This design comes from an exercise in tuning for small area on the open sky130 flow, not from production work.
In this exercise RTL edits were held to simulation tests only and were not proved equivalent to the original.
No activity file was given, so power comes from the tool's default toggle rates.

==> flow/design.v <==
module enc_filter (
    input  wire        clk,
    input  wire        rst,
    input  wire        line_in,    
    input  wire        hold,       
    input  wire [4:0]  filt,       
    output reg         level,      
    output wire        edge_now,   
    output reg  [4:0]  run_cnt     
);
    reg sync1, sync2;
    wire diff = sync2 ^ level;
    assign edge_now = !hold && diff && (({1'b0, run_cnt} + 6'd1) >= {1'b0, filt});
    always @(posedge clk) begin
        if (rst) begin
            sync1   <= 1'b0;
            sync2   <= 1'b0;
            level   <= 1'b0;
            run_cnt <= 5'd0;
        end else begin
            sync1 <= line_in;
            sync2 <= sync1;
            if (hold || !diff || edge_now)
                run_cnt <= 5'd0;
            else
                run_cnt <= run_cnt + 5'd1;
            if (edge_now)
                level <= sync2;
        end
    end
endmodule
module enc_line_det (
    input  wire clk,
    input  wire rst,
    input  wire run_en,      
    input  wire low_in,      
    output wire fault,       
    output wire fault_new,   
    output wire fault_ev     
);
    reg       sync1, sync2;
    reg [7:0] cnt;
    wire run = run_en && sync2;
    assign fault     = run && (cnt[7:3] == 5'd25);    
    assign fault_new = run && (cnt == 8'd200);
    assign fault_ev  = (cnt == 8'd201);
    always @(posedge clk) begin
        if (rst) begin
            sync1 <= 1'b0;
            sync2 <= 1'b0;
            cnt   <= 8'd0;
        end else begin
            sync1 <= low_in;
            sync2 <= sync1;
            if (!run)
                cnt <= 8'd0;
            else if (cnt != 8'd202)
                cnt <= cnt + 8'd1;
        end
    end
endmodule
module enc_channel (
    input  wire        clk,
    input  wire        rst,             
    input  wire        a_in,            
    input  wire        b_in,
    input  wire        z_in,
    input  wire        a_low,           
    input  wire        b_low,
    input  wire        z_low,
    input  wire        en,              
    input  wire [1:0]  cfg_decode,      
    input  wire        cfg_invert,
    input  wire        cfg_z_en,
    input  wire        cfg_z_pol,
    input  wire        cfg_idx_check,
    input  wire        cfg_line_det,
    input  wire [7:0]  cfg_idx_tol,
    input  wire [4:0]  filt_a,          
    input  wire [4:0]  filt_b,
    input  wire [4:0]  filt_z,
    input  wire [24:0] rev_count,       
    input  wire [23:0] idx_exp,         
    input  wire [5:0]  flt_clr,         
    input  wire        cnt_clr,         
    output reg  [23:0] pos,             
    output reg  [31:0] rev,             
    output reg  [31:0] raw,             
    output reg  [31:0] qerr,            
    output reg  [23:0] idx_cap,         
    output reg  [31:0] idx_cnt,         
    output reg  [63:0] edge_till,       
    output reg  [31:0] edge_dt,         
    output reg  [5:0]  flt,             
    output reg         untrusted,       
    output reg         dir,
    output reg         hyst,
    output reg         ev_qburst,       
    output reg  [1:0]  ev_index,        
    output wire [2:0]  ev_line          
);
    localparam [17:0] WINDOW_M1 = 18'd199999;    
    reg [63:0] till;
    always @(posedge clk) begin
        if (rst) till <= 64'd0;
        else     till <= till + 64'd1;
    end
    reg en_q;
    always @(posedge clk) begin
        if (rst) en_q <= 1'b0;
        else     en_q <= en;
    end
    wire start  = en && !en_q;         
    wire active = en && en_q;          
    wire line_run = en && cfg_line_det;
    wire la_fault, lb_fault, lz_fault;
    wire la_new, lb_new, lz_new;
    enc_line_det u_lda (.clk(clk), .rst(rst), .run_en(line_run), .low_in(a_low),
                        .fault(la_fault), .fault_new(la_new), .fault_ev(ev_line[0]));
    enc_line_det u_ldb (.clk(clk), .rst(rst), .run_en(line_run), .low_in(b_low),
                        .fault(lb_fault), .fault_new(lb_new), .fault_ev(ev_line[1]));
    enc_line_det u_ldz (.clk(clk), .rst(rst), .run_en(line_run), .low_in(z_low),
                        .fault(lz_fault), .fault_new(lz_new), .fault_ev(ev_line[2]));
    wire       lev_a, lev_b, lev_z;
    wire       e_a, e_b, e_z;
    wire [4:0] rc_a, rc_b, rc_z;
    enc_filter u_fa (.clk(clk), .rst(rst), .line_in(a_in), .hold(la_fault), .filt(filt_a),
                     .level(lev_a), .edge_now(e_a), .run_cnt(rc_a));
    enc_filter u_fb (.clk(clk), .rst(rst), .line_in(b_in), .hold(lb_fault), .filt(filt_b),
                     .level(lev_b), .edge_now(e_b), .run_cnt(rc_b));
    enc_filter u_fz (.clk(clk), .rst(rst), .line_in(z_in), .hold(lz_fault), .filt(filt_z),
                     .level(lev_z), .edge_now(e_z), .run_cnt(rc_z));
    wire illegal = active && e_a && e_b;
    reg cnt_edge;      
    reg cnt_rev;       
    always @(*) begin
        cnt_edge = 1'b0;
        cnt_rev  = 1'b0;
        if (active && e_a && !e_b) begin
            case (cfg_decode)
                2'b00: begin
                    cnt_edge = !lev_b;
                    cnt_rev  = lev_a;            
                end
                2'b01, 2'b10: begin
                    cnt_edge = 1'b1;
                    cnt_rev  = (!lev_a) == lev_b;
                end
                default: cnt_edge = 1'b0;
            endcase
        end else if (active && e_b && !e_a) begin
            if (cfg_decode == 2'b10) begin
                cnt_edge = 1'b1;
                cnt_rev  = (!lev_b) != lev_a;
            end
        end
        cnt_rev = cnt_rev ^ cfg_invert;
    end
    wire [4:0]  cnt_age   = e_a ? rc_a : rc_b;
    wire [63:0] cnt_stamp = till - {59'd0, cnt_age};
    reg dir_valid;            
    wire absorbed = cnt_edge && dir_valid && (cnt_rev != dir);
    wire counted  = cnt_edge && !absorbed;
    wire [24:0] rc_m1 = rev_count - 25'd1;
    wire pos_top  = ({1'b0, pos} == rc_m1);
    wire pos_zero = (pos == 24'd0);
    reg  [23:0] pos_next;
    always @(*) begin
        pos_next = pos;
        if (counted) begin
            if (!cnt_rev)
                pos_next = pos_top ? 24'd0 : pos + 24'd1;
            else
                pos_next = pos_zero ? rc_m1[23:0] : pos - 24'd1;
        end
    end
    wire rev_step = counted && (cnt_rev ? pos_zero : pos_top);
    wire [64:0] dt_full = {1'b0, cnt_stamp} - {1'b0, edge_till};
    wire [31:0] dt_sat  = dt_full[64] ? 32'd0 :
                          (dt_full[63:32] != 32'd0) ? 32'hFFFF_FFFF : dt_full[31:0];
    wire z_edge = active && e_z && cfg_z_en && (lev_z == cfg_z_pol);   
    reg idx_pend;
    wire [24:0] d_sgn = {1'b0, idx_cap} - {1'b0, idx_exp};
    wire [23:0] d_abs = d_sgn[24] ? (24'd0 - d_sgn[23:0]) : d_sgn[23:0];
    wire mismatch = idx_pend && cfg_idx_check &&
                    (d_abs > {16'd0, cfg_idx_tol}) &&
                    (({1'b0, d_abs} + {17'd0, cfg_idx_tol}) < rev_count);
    reg [24:0] mv_mag;
    reg        mv_neg;
    wire track_missing = cfg_z_en && cfg_idx_check;
    wire missing = active && track_missing &&
                   ({mv_mag, 2'b00} >= ({2'b00, rev_count} + {rev_count, 2'b00}));
    wire mv_zero = (mv_mag == 25'd0);
    reg [17:0] ill_r0, ill_r1, ill_r2;
    wire live0 = (ill_r0 != 18'd0);
    wire live2 = (ill_r2 != 18'd0);
    wire burst = illegal && live2;
    wire [17:0] r1_src = illegal ? ill_r0 : ill_r1;
    wire [17:0] r2_src = illegal ? ill_r1 : ill_r2;
    wire [17:0] r0_dec = live0 ? ill_r0 - 18'd1 : 18'd0;
    wire [17:0] r1_dec = (r1_src != 18'd0) ? r1_src - 18'd1 : 18'd0;
    wire [17:0] r2_dec = (r2_src != 18'd0) ? r2_src - 18'd1 : 18'd0;
    wire [5:0] flt_set  = {missing, mismatch, lz_new, lb_new, la_new, burst};
    wire [5:0] flt_next = (flt & ~flt_clr) | flt_set;
    wire quiet = !illegal && !live0;
    wire untrusted_set = burst || la_new || lb_new;
    wire untrusted_clr = (flt_next[2:0] == 3'b000) && quiet;
    always @(posedge clk) begin
        if (rst) begin
            pos       <= 24'd0;
            rev       <= 32'd0;
            raw       <= 32'd0;
            qerr      <= 32'd0;
            idx_cap   <= 24'd0;
            idx_cnt   <= 32'd0;
            edge_till <= 64'd0;
            edge_dt   <= 32'hFFFF_FFFF;
            flt       <= 6'd0;
            untrusted <= 1'b0;
            dir       <= 1'b0;
            hyst      <= 1'b0;
            dir_valid <= 1'b0;
            mv_mag    <= 25'd0;
            mv_neg    <= 1'b0;
            idx_pend  <= 1'b0;
            ill_r0    <= 18'd0;
            ill_r1    <= 18'd0;
            ill_r2    <= 18'd0;
            ev_qburst <= 1'b0;
            ev_index  <= 2'd0;
        end else begin
            flt       <= flt_next;
            ev_qburst <= burst;
            ev_index  <= {missing, mismatch};
            if (z_edge)
                idx_cnt <= (cnt_clr || idx_cnt == 32'hFFFF_FFFF) ? (cnt_clr ? 32'd1 : idx_cnt)
                                                               : idx_cnt + 32'd1;
            else if (cnt_clr)
                idx_cnt <= 32'd0;
            if (start) begin
                pos       <= 24'd0;
                rev       <= 32'd0;
                raw       <= 32'd0;
                qerr      <= 32'd0;
                idx_cap   <= 24'd0;
                edge_till <= 64'd0;
                edge_dt   <= 32'hFFFF_FFFF;
                untrusted <= untrusted_set;
                dir       <= 1'b0;
                hyst      <= 1'b0;
                dir_valid <= 1'b0;
                mv_mag    <= 25'd0;
                idx_pend  <= 1'b0;
                ill_r0    <= 18'd0;
                ill_r1    <= 18'd0;
                ill_r2    <= 18'd0;
            end else begin
                pos <= pos_next;
                if (rev_step)
                    rev <= cnt_rev ? rev - 32'd1 : rev + 32'd1;
                if (cnt_edge)
                    raw <= cnt_rev ? raw - 32'd1 : raw + 32'd1;
                if (illegal && qerr != 32'hFFFF_FFFF)
                    qerr <= qerr + 32'd1;
                if (absorbed) begin
                    dir  <= cnt_rev;
                    hyst <= 1'b1;
                end else if (counted) begin
                    dir       <= cnt_rev;
                    hyst      <= 1'b0;
                    dir_valid <= 1'b1;
                    edge_till <= cnt_stamp;
                    edge_dt   <= dir_valid ? dt_sat : 32'hFFFF_FFFF;
                end
                idx_pend <= z_edge;
                if (z_edge)
                    idx_cap <= pos_next;
                if (z_edge || missing) begin
                    mv_mag <= 25'd0;
                end else if (track_missing && counted) begin
                    if (mv_zero) begin
                        mv_mag <= 25'd1;
                        mv_neg <= cnt_rev;
                    end else if (mv_neg == cnt_rev) begin
                        mv_mag <= mv_mag + 25'd1;
                    end else begin
                        mv_mag <= mv_mag - 25'd1;
                    end
                end
                ill_r0 <= illegal ? WINDOW_M1 : r0_dec;
                ill_r1 <= r1_dec;
                ill_r2 <= r2_dec;
                if (untrusted_set)
                    untrusted <= 1'b1;
                else if (untrusted && untrusted_clr)
                    untrusted <= 1'b0;
            end
        end
    end
endmodule
==> flow/run.sh <==
#!/bin/bash
# synth_recipe.tcl (not shown) runs the flow's synth.tcl, then flattens the netlist and writes it again
# the make line also repeats each setting of config.mk as NAME=value (left out here)
make -C /OpenROAD-flow-scripts/flow DESIGN_CONFIG=/design/flow/config.mk WORK_HOME=/design/flow/orfs CLKGATE_MAP_FILE= SYNTH_SCRIPT=/design/flow/synth_recipe.tcl finish
==> flow/config.mk <==
export PLATFORM = sky130hd
export DESIGN_NAME = enc_channel
export DESIGN_NICKNAME = enc_channel
export VERILOG_FILES = /design/flow/design.v
export SDC_FILE = /design/flow/constraint.sdc
export NUM_CORES = 4
export LEC_CHECK = 0
export CAP_MARGIN = 20
export CORE_MARGIN = 2
export CORE_UTILIZATION = 40
export SLEW_MARGIN = 20
==> flow/constraint.sdc <==
create_clock -name core_clock -period 13.0 [get_ports {clk}]
set_input_delay 2.6000 -clock core_clock [delete_from_list [all_inputs] [get_ports {clk}]]
set_output_delay 2.6000 -clock core_clock [all_outputs]
set_load 0.01 [all_outputs]
==> impl_results.md <==
* Outcome: complete, no violations
* Cell variety after synth at 117
* Worst vdd ir at 0.0000986 V
* P_leak at 0.0173 uW
* Die area at 93,300 um^2
* Setup TNS at 0 ns
* Post-CTS Setup Bufs at 0
* Routed len/inst at 18.2 um
* Startpoint Class: input pin
* Post-DP HPWL at 86,200 um
* Vias in the first global route at 32.3k
* Placer Congestion at 0.906
* Post-Syn Instances at 4,685
* Clock Sinks at 485
* CP Capture Type: flip-flop
* Die X at 305 um
* Ys Warns at 3
* Initial Util at 40.4%
* Post-route antenna net violation count at 0
* Slowest stage cell, crit path: o21ai_0
* Slew margin rel. at 28.7%
* Fin. Hold Viols at 0
* Largest net degree at the start of global routing at 180
* I/O Buffers at 381
* Vias/cell at 5.48
* Syn avg cell area at 7.76 um^2
* Final Instance Area at 43,000 um^2
* Post-synth top cells: nor2_1 (623), dfxtp_1 (485), nand2_1 (348)
* Antenna diode count at 0
* Worst hold slack at 0.425 ns
* Worst hold-check path type: reg2reg
* CTS tree: done
* Area growth from synthesis to layout at 18.2%
* Worst-Skew Late Latency at 0.65 ns
* CTS buffer count at 58
* Clk slew on worst S/H paths at 0.06 ns
* CP required at 13.51 ns
* CTS Buffer Depth at 3
* Row count at 110
* Post-Syn Area at 36,300 um^2
* Yosys top cell by area: dfxtp_1
* Slew Limit Fails at 0
* Layout Nets at 5,358
* Core area at 90,000 um^2
* CP Class: in2reg
* PD cells at 119 nW/um^2
* Crit path largest cell delay at 0.64 ns
* Synth Area in Compound Gates at 20.2%
* Final period util at 89.4%
* Max-cap violations at 0
* Mux share of post-synthesis cell area at 1.54%
* RSZ-0062 raised after global routing: false
* Post-synth EDFFs at 0
* DIE HEIGHT at 305 um
* Post-DP Area at 41,000 um^2
* Drt initial violations at 1,991
* GRT Overall Usage at 23.3%
* Cts repair resizes at 0
* Top-area cell type share of the netlist area at 26.7%
* Async set-or-reset flop fraction in the synthesized netlist at 0%
* Worst-path fanout max at 32
* Initial antenna violation count at 0
* Synth Flop Type: dfxtp_1
* Fin crit period at 11.62 ns
* Clock root buffer: clkbuf_16
* Post-synthesis sequential area ratio at 26.7%
* Largest family of logic cells by synthesized area: simple AND/OR/NAND/NOR gates
* Simple-gate share of the synthesized area at 23.2%
* Most numerous cell in the Yosys netlist: nor2_1
* Synth Area in XOR/XNOR at 12.0%
* IO Count at 382
* # H-tree levels at 2
* Finished Core Util at 47.7%
* First-pass GRT wire length at 178,000 um
* Grt total ovfl at 0
* Worst-margin pin slew at 1.06 ns
* DRC viols at 0
* Total Power at 5120 uW
* Share of layout cells above drive strength 1 at 4.65%
* Final WL at 113,000 um
* Clk_skew at 0.0355 ns
* Largest cells by area after synthesis: dfxtp_1 (27%), ha_1 (11%), xnor2_1 (6.5%), nor2_1 (6.4%), xor2_1 (5.5%)
* Fmax at 0.0860 GHz
* Hold_buf cts at 0
* Synth Register Bits at 485
* Syn nets at 5,098
* FILL cells at 9,004
* CP arrival at 12.13 ns
* Via count at 33.8k
* Synth Area in Adders at 11.1%
* TritonRoute pass-1 iters at 7
* Final Setup Violations at 0
==> final cells by class <==
cell class                      count  area [um^2]  area share (%)
Clock inverter                     25          258           0.600
Inverter                          257          965            2.25
Sequential cell                   485         9710            22.6
Multi-Input combinational cell   3737        24800            57.8
Clock buffer                       82         1710            3.97
Tap cell                         1176         1470            3.43
Timing Repair Buffer              406         4010            9.34
==> placed cells by master, fill, tap and decap left out, types with 18 or more instances in the layout <==
cell,n
o211ai_1,18
nand4_1,77
a21o_1,85
and2_1,21
inv_1,256
mux2i_1,48
clkdlybuf4s50_1,380
ha_1,310
or3_1,64
o31ai_1,38
nor3_1,120
nor2b_1,54
nor2_1,622
a21oi_1,337
xor2_1,230
dfxtp_1,485
nor4_1,49
nand2_1,347
nand3_1,131
buf_4,25
xnor2_1,267
or4_1,23
o21ai_0,209
or2_2,24
a211oi_1,109
o21bai_1,39
a22oi_1,28
a31oi_1,47
and3_1,61
nand2b_1,48
o21a_1,45
clkbuf_16,61
==> logic make-up after synthesis <==
| kind of cell | Yosys count |
|---|---|
| AND/OR/NAND/NOR | 1733 |
| AO/OA/AOI/OAI | 1132 |
| multiplexers | 55 |
| XOR/XNOR | 499 |
| adder cells (fa/ha/maj) | 318 |
| flip-flops | 485 |
| buffers and inverters | 463 |
==> where the power goes <==
group | switching, uW | internal, uW | total, uW
Clock | 688 | 991 | 1680
Combinational | 1070 | 724 | 1800
Sequential | 85.1 | 1560 | 1650
Total | 1850 | 3280 | 5120
==> worst max-delay path, delay by kind of cell <==
family | cells | cell delay (ns)
fa+ha+maj | 3 | 0.94
xor+xnor | 1 | 0.12
compound gates | 9 | 2.40
mux | 1 | 0.41
buf+inv | 4 | 1.09
simple gates | 15 | 4.45
==> through the flow <==
stage,worst slack (ns),cells
after floorplan,2.92,4685
after global placement,1.08,6061
after detailed placement,0.963,6061
after CTS,1.63,6168
after global routing,0.759,6168
final,1.38,6168
==> per-layer routing <==
layer | up-vias | GRT usage, % | routed length (um)
li1 | 17100 | - | -
met1 | 15900 | 29.2 | 49500
met2 | 655 | 41.0 | 54800
met3 | 167 | 3.27 | 4870
met4 | 0 | 7.24 | 3390
met5 | - | 0 | 0
==> sequential cells by signal, indices dropped and copies added, names as in the netlist, 25 cells and up <==
register,cells
mv_mag,25
edge_till,64
raw,32
idx_cnt,32
rev,32
qerr,32
edge_dt,32
till,64
==> final timing paths <==
kind                            slack (ns)     endpoint  depth (start not counted)             from
worst max register to register        3.24  edge_dt[26]                         32  u_fa.run_cnt[0]
worst min-delay path                  0.43  u_lda.sync2                          1      u_lda.sync1
worst min register to register        0.43  u_lda.sync2                          1      u_lda.sync1
worst max-delay path                  1.38  edge_dt[26]                         33        filt_a[0]

[port drivers added, routing unchanged]
The flow's constraints put no driver on any port. The routed layout listed below was extracted and timed again, unchanged, in two steps. Step 1 (the two cells are an assumption about what drives the block):
set clk [get_ports {clk}]
set_driving_cell -lib_cell sky130_fd_sc_hd__clkbuf_16 $clk
set_driving_cell -lib_cell sky130_fd_sc_hd__buf_2 [delete_from_list [all_inputs] $clk]
Step 2 adds t to the input delays and takes it off the output delays; t is the mean of the earliest and latest rising clock arrival at the registers after step 1. Input paths then give back, and output paths get back, about the clock's delay inside the block. Three values: ideal ports, drivers, drivers and shift; two values: the first two.
t, ns: 0.709
slack for setup (ns): 1.378 / 1.426 / 0.717
pins driven straight from the clock port: 1
After both steps setup and hold are still met in this run. For this run, drivers alone change the setup slack by +0.048 ns; drivers and shift together by -0.661 ns.
